From an optimization exercise on the open Yosys and OpenROAD flow, aimed at small area, a short achievable clock period and few clock cycles; shortcuts taken in it are not production practice. No activity file was given, so power comes from the tool's default toggle rates.

## yarrow
Design cle_xu, start of the top module:
module cle_xu (
    input  wire        clk,
    input  wire        rst,           
    input  wire        in_valid,
    output reg         in_ready,
    input  wire [5:0]  in_op,
    input  wire [2:0]  in_sub,
    input  wire [4:0]  in_qs,         
    input  wire [31:0] in_a,
    input  wire [31:0] in_b,
    input  wire [31:0] in_c,
    output reg         out_valid,
    output reg  [31:0] out_result,
    output reg  [3:0]  out_flags,     
    output reg         out_pred
);
Size: ~900 flip-flops, ~150 I/O pins, ~0.091 mm^2 of cells after synthesis.
clock: 32.0 ns
lec_check: 0
abc_area: 1
cap_margin: 30
core_margin: 2
core_utilization: 50
slew_margin: 30
standard.sh (not shown) runs the stock make flow with config.mk's settings and CLKGATE_MAP_FILE= SYNTH_SCRIPT=/design/flow/synth_recipe.tcl, a recipe that flattens the netlist after the stock synthesis.
==> flow/flow/run.sh <==
#!/bin/bash
set -uo pipefail
export SETUP_SLACK_MARGIN=25
bash standard.sh > standard_flow.log 2>&1
Changes in indigo relative to yarrow:
# yarrow
export LEC_CHECK = 0
export ABC_AREA = 1
export CAP_MARGIN = 30
export CORE_MARGIN = 2
export CORE_UTILIZATION = 50
export SLEW_MARGIN = 30
create_clock -name core_clock -period 32.0 [get_ports {clk}]
# indigo
export LEC_CHECK = 0
export ABC_AREA = 1
export CAP_MARGIN = 30
export CORE_MARGIN = 2
export CORE_UTILIZATION = 30
export SLEW_MARGIN = 30
create_clock -name core_clock -period 32.0 [get_ports {clk}]
==> flow/run.sh (new file) <==
#!/bin/bash
# synth_recipe.tcl (not shown) runs the flow's synth.tcl, then flattens the netlist and writes it again
# the make line also repeats each setting of config.mk as NAME=value (left out here)
make -C /OpenROAD-flow-scripts/flow DESIGN_CONFIG=/design/flow/config.mk WORK_HOME=/design/flow/orfs CLKGATE_MAP_FILE= SYNTH_SCRIPT=/design/flow/synth_recipe.tcl finish
removed: flow/flow/run.sh
removed: flow/standard.sh
==> notes.md <==
Count of plain and timing-repair buffers in the layout: yarrow and indigo compared, lower one is indigo
Time the final worst path needs with I/O delays and setup on indigo is behind yarrow.
indigo: maximum clock frequency is about 18% lower than what yarrow reported.
Input-level comparison between sierra and indigo:
# indigo
export LEC_CHECK = 0
export ABC_AREA = 1
export CAP_MARGIN = 30
export CORE_MARGIN = 2
export CORE_UTILIZATION = 30
export SLEW_MARGIN = 30
create_clock -name core_clock -period 32.0 [get_ports {clk}]
# sierra
export LEC_CHECK = 0
export ABC_AREA = 1
export CAP_MARGIN = 30
export CORE_MARGIN = 2
export CORE_UTILIZATION = 50
export SLEW_MARGIN = 30
create_clock -name core_clock -period 32.0 [get_ports {clk}]
==> flow/flow/run.sh (new file) <==
#!/bin/bash
set -uo pipefail
export SETUP_SLACK_MARGIN=24
bash standard.sh > standard_flow.log 2>&1
==> flow/standard.sh (new file) <==
#!/bin/bash
# synth_recipe.tcl (not shown) runs the flow's synth.tcl, then flattens the netlist and writes it again
# the make line also repeats each setting of config.mk as NAME=value (left out here)
make -C /OpenROAD-flow-scripts/flow DESIGN_CONFIG=/design/flow/config.mk WORK_HOME=/design/flow/orfs CLKGATE_MAP_FILE= SYNTH_SCRIPT=/design/flow/synth_recipe.tcl "${@:-finish}"
removed: flow/run.sh
--- outcome ---
sierra | stages: all done | timing, DRC, antenna: all pass. Compared with indigo, in sierra worst setup slack increased 1.43 ns; clock latency reported for the late side of the worst-skew pair increased 0.04 ns. Filler-free cell count of the finished design: sierra < indigo. sierra supports a higher top clock frequency than indigo. indigo ended up with v1 as its destination of the critical timing path; sierra ended up with out_valid. sierra against indigo: stage delay of the slowest cell on the critical path shows a reduction of 0.40 ns; critical path depth now smaller; design area went down. sierra consumes less power than indigo does. Worst slack on hold paths: sierra < indigo.
Inputs modified between sierra and cedar:
==> flow/run.sh (new file) <==
#!/bin/bash
# synth_recipe.tcl (not shown) runs the flow's synth.tcl, then flattens the netlist and writes it again
# the make line also repeats each setting of config.mk as NAME=value (left out here)
make -C /OpenROAD-flow-scripts/flow DESIGN_CONFIG=/design/flow/config.mk WORK_HOME=/design/flow/orfs CLKGATE_MAP_FILE= SYNTH_SCRIPT=/design/flow/synth_recipe.tcl finish
removed: flow/flow/run.sh
removed: flow/standard.sh
- cedar vs. sierra: depth of the most critical reg-to-reg path decreased by about 2.3% relative to the old numbers; non-clock buffer count saw a decrease; average vias per placed instance closely matched the old numbers.
- In the metrics for sierra and cedar, the one carrying the higher share of the clock period used by the worst path after layout is cedar.
- The logic depth of the worst setup path including buffers number comes out lower for sierra vs cedar.
Function was not checked in any run of this note: the RTL went through the layout flow alone.

cle_xu, a different RTL version from the one above (not shown whole).
Size: roughly 11000 cells after synthesis, roughly 890 flip-flops, roughly 89000 um^2 of cells after synthesis.
==> flow/config.mk <==
export PLATFORM = sky130hd
export DESIGN_NAME = cle_xu
export DESIGN_NICKNAME = cle_xu
export VERILOG_FILES = /design/flow/design.v
export SDC_FILE = /design/flow/constraint.sdc
export NUM_CORES = 4
export LEC_CHECK = 0
export ABC_AREA = 1
export CAP_MARGIN = 30
export CORE_MARGIN = 2
export CORE_UTILIZATION = 50
export SLEW_MARGIN = 30
==> flow/constraint.sdc <==
create_clock -name core_clock -period 32.0 [get_ports {clk}]
set_input_delay 6.4000 -clock core_clock [delete_from_list [all_inputs] [get_ports {clk}]]
set_output_delay 6.4000 -clock core_clock [all_outputs]
set_load 0.01 [all_outputs]
==> flow/flow/run.sh <==
#!/bin/bash
set -uo pipefail
export SETUP_SLACK_MARGIN=24.45
export BUFFER_PORTS_ARGS="-buffer_cell sky130_fd_sc_hd__buf_2"
bash standard.sh > standard_flow.log 2>&1
The starting point completed without violations.
Next try:
==> flow/flow/run.sh (replaced) <==
#!/bin/bash
set -uo pipefail
export SETUP_SLACK_MARGIN=24.4
export BUFFER_PORTS_ARGS="-buffer_cell sky130_fd_sc_hd__buf_2"
bash standard.sh > standard_flow.log 2>&1
Total power is about the same.
Via count grows by 0.67%.
Die area does not change.
Count of clock-buffer cells in the layout drops by 10.
Sequential cell count is unchanged.
Non-clock buffer count climbs by 2.
Clock skew came out lower by 23 ps.
Wire length rose by 0.41%.
Cell area went up by 0.46%.
Next try:
--- a/flow/config.mk
+++ b/flow/config.mk
@@ -9,4 +9,4 @@
 export CAP_MARGIN = 30
 export CORE_MARGIN = 2
-export CORE_UTILIZATION = 50
+export CORE_UTILIZATION = 46
 export SLEW_MARGIN = 30
Result: Wire length climbs by 1.4%. Final cell count climbs by 1.5%. Synthesized cell count stays the same. Die area climbs by about 9%. Hold slack gets worse by 35 ps.
Next try:
==> flow/flow/run.sh (replaced) <==
#!/bin/bash
set -uo pipefail
export SETUP_SLACK_MARGIN=24.5
export BUFFER_PORTS_ARGS="-buffer_cell sky130_fd_sc_hd__buf_2"
bash standard.sh > standard_flow.log 2>&1
--- a/flow/config.mk
+++ b/flow/config.mk
@@ -9,4 +9,4 @@
 export CAP_MARGIN = 30
 export CORE_MARGIN = 2
-export CORE_UTILIZATION = 46
+export CORE_UTILIZATION = 50
 export SLEW_MARGIN = 30
Sequential share of layout area barely changes.
Synthesized area stays the same.
Power is about the same.
Clock power shrinks by about 5%.
Next try:
==> flow/flow/run.sh (replaced) <==
#!/bin/bash
set -uo pipefail
export SETUP_SLACK_MARGIN=24.25
export BUFFER_PORTS_ARGS="-buffer_cell sky130_fd_sc_hd__buf_2"
bash standard.sh > standard_flow.log 2>&1
Outcome: Power is about the same. Sequential power barely changes. Cell area stays flat.
No functional check of the RTL was part of any run of this note.

==> afterwards: timing with drivers on the ports <==
In the flow no input, the clock included, has a driving cell. The finished layouts below were timed again as built, in two steps. Step 1 sets driving cells, clkbuf_16 on the clock port and buf_2 on the other inputs (assumed; they add their load-dependent delay and slew). Step 2 moves the port delays by t, midway between the first and last clock arrival at a register: inputs arrive t later, outputs are due t later. That takes back most of the time a late clock gives input paths. a / b / c = no drivers / after step 1 / after step 2; a / b = the first two.
run	t (ns)	slack for setup (ns)	hold slack, ns	slew at the worst register clock pin (ns)	cell pins on the clock port's net
yarrow	0.872	24.325 / 24.227 / 24.147	0.292 / 0.292 / 0.292	0.07 / 0.07	1
indigo	0.822	22.696 / 22.696 / 22.696	0.323 / 0.323 / 0.323	0.08 / 0.08	1
sierra	0.866	24.126 / 24.030 / 24.176	0.318 / 0.318 / 0.318	0.07 / 0.07	1
cedar	0.861	22.848 / 22.848 / 22.848	0.314 / 0.314 / 0.314	0.07 / 0.07	1
the first run of note 2	0.866	24.277 / 24.178 / 24.505	0.286 / 0.286 / 0.286	0.07 / 0.07	1
the second run of note 2	0.861	24.303 / 24.206 / 24.476	0.323 / 0.323 / 0.323	0.08 / 0.08	1
the third run of note 2	0.866	24.287 / 24.200 / 24.446	0.288 / 0.288 / 0.288	0.07 / 0.07	1
the fourth run of note 2	0.867	24.280 / 24.180 / 24.496	0.291 / 0.291 / 0.291	0.07 / 0.07	1
the fifth run of note 2	0.869	24.292 / 24.194 / 24.480	0.321 / 0.321 / 0.321	0.08 / 0.08	1
After both steps setup and hold are still met in every run listed. The setup slack of yarrow, which loses most, moves by -0.098 ns with the drivers and by -0.178 ns with both steps.
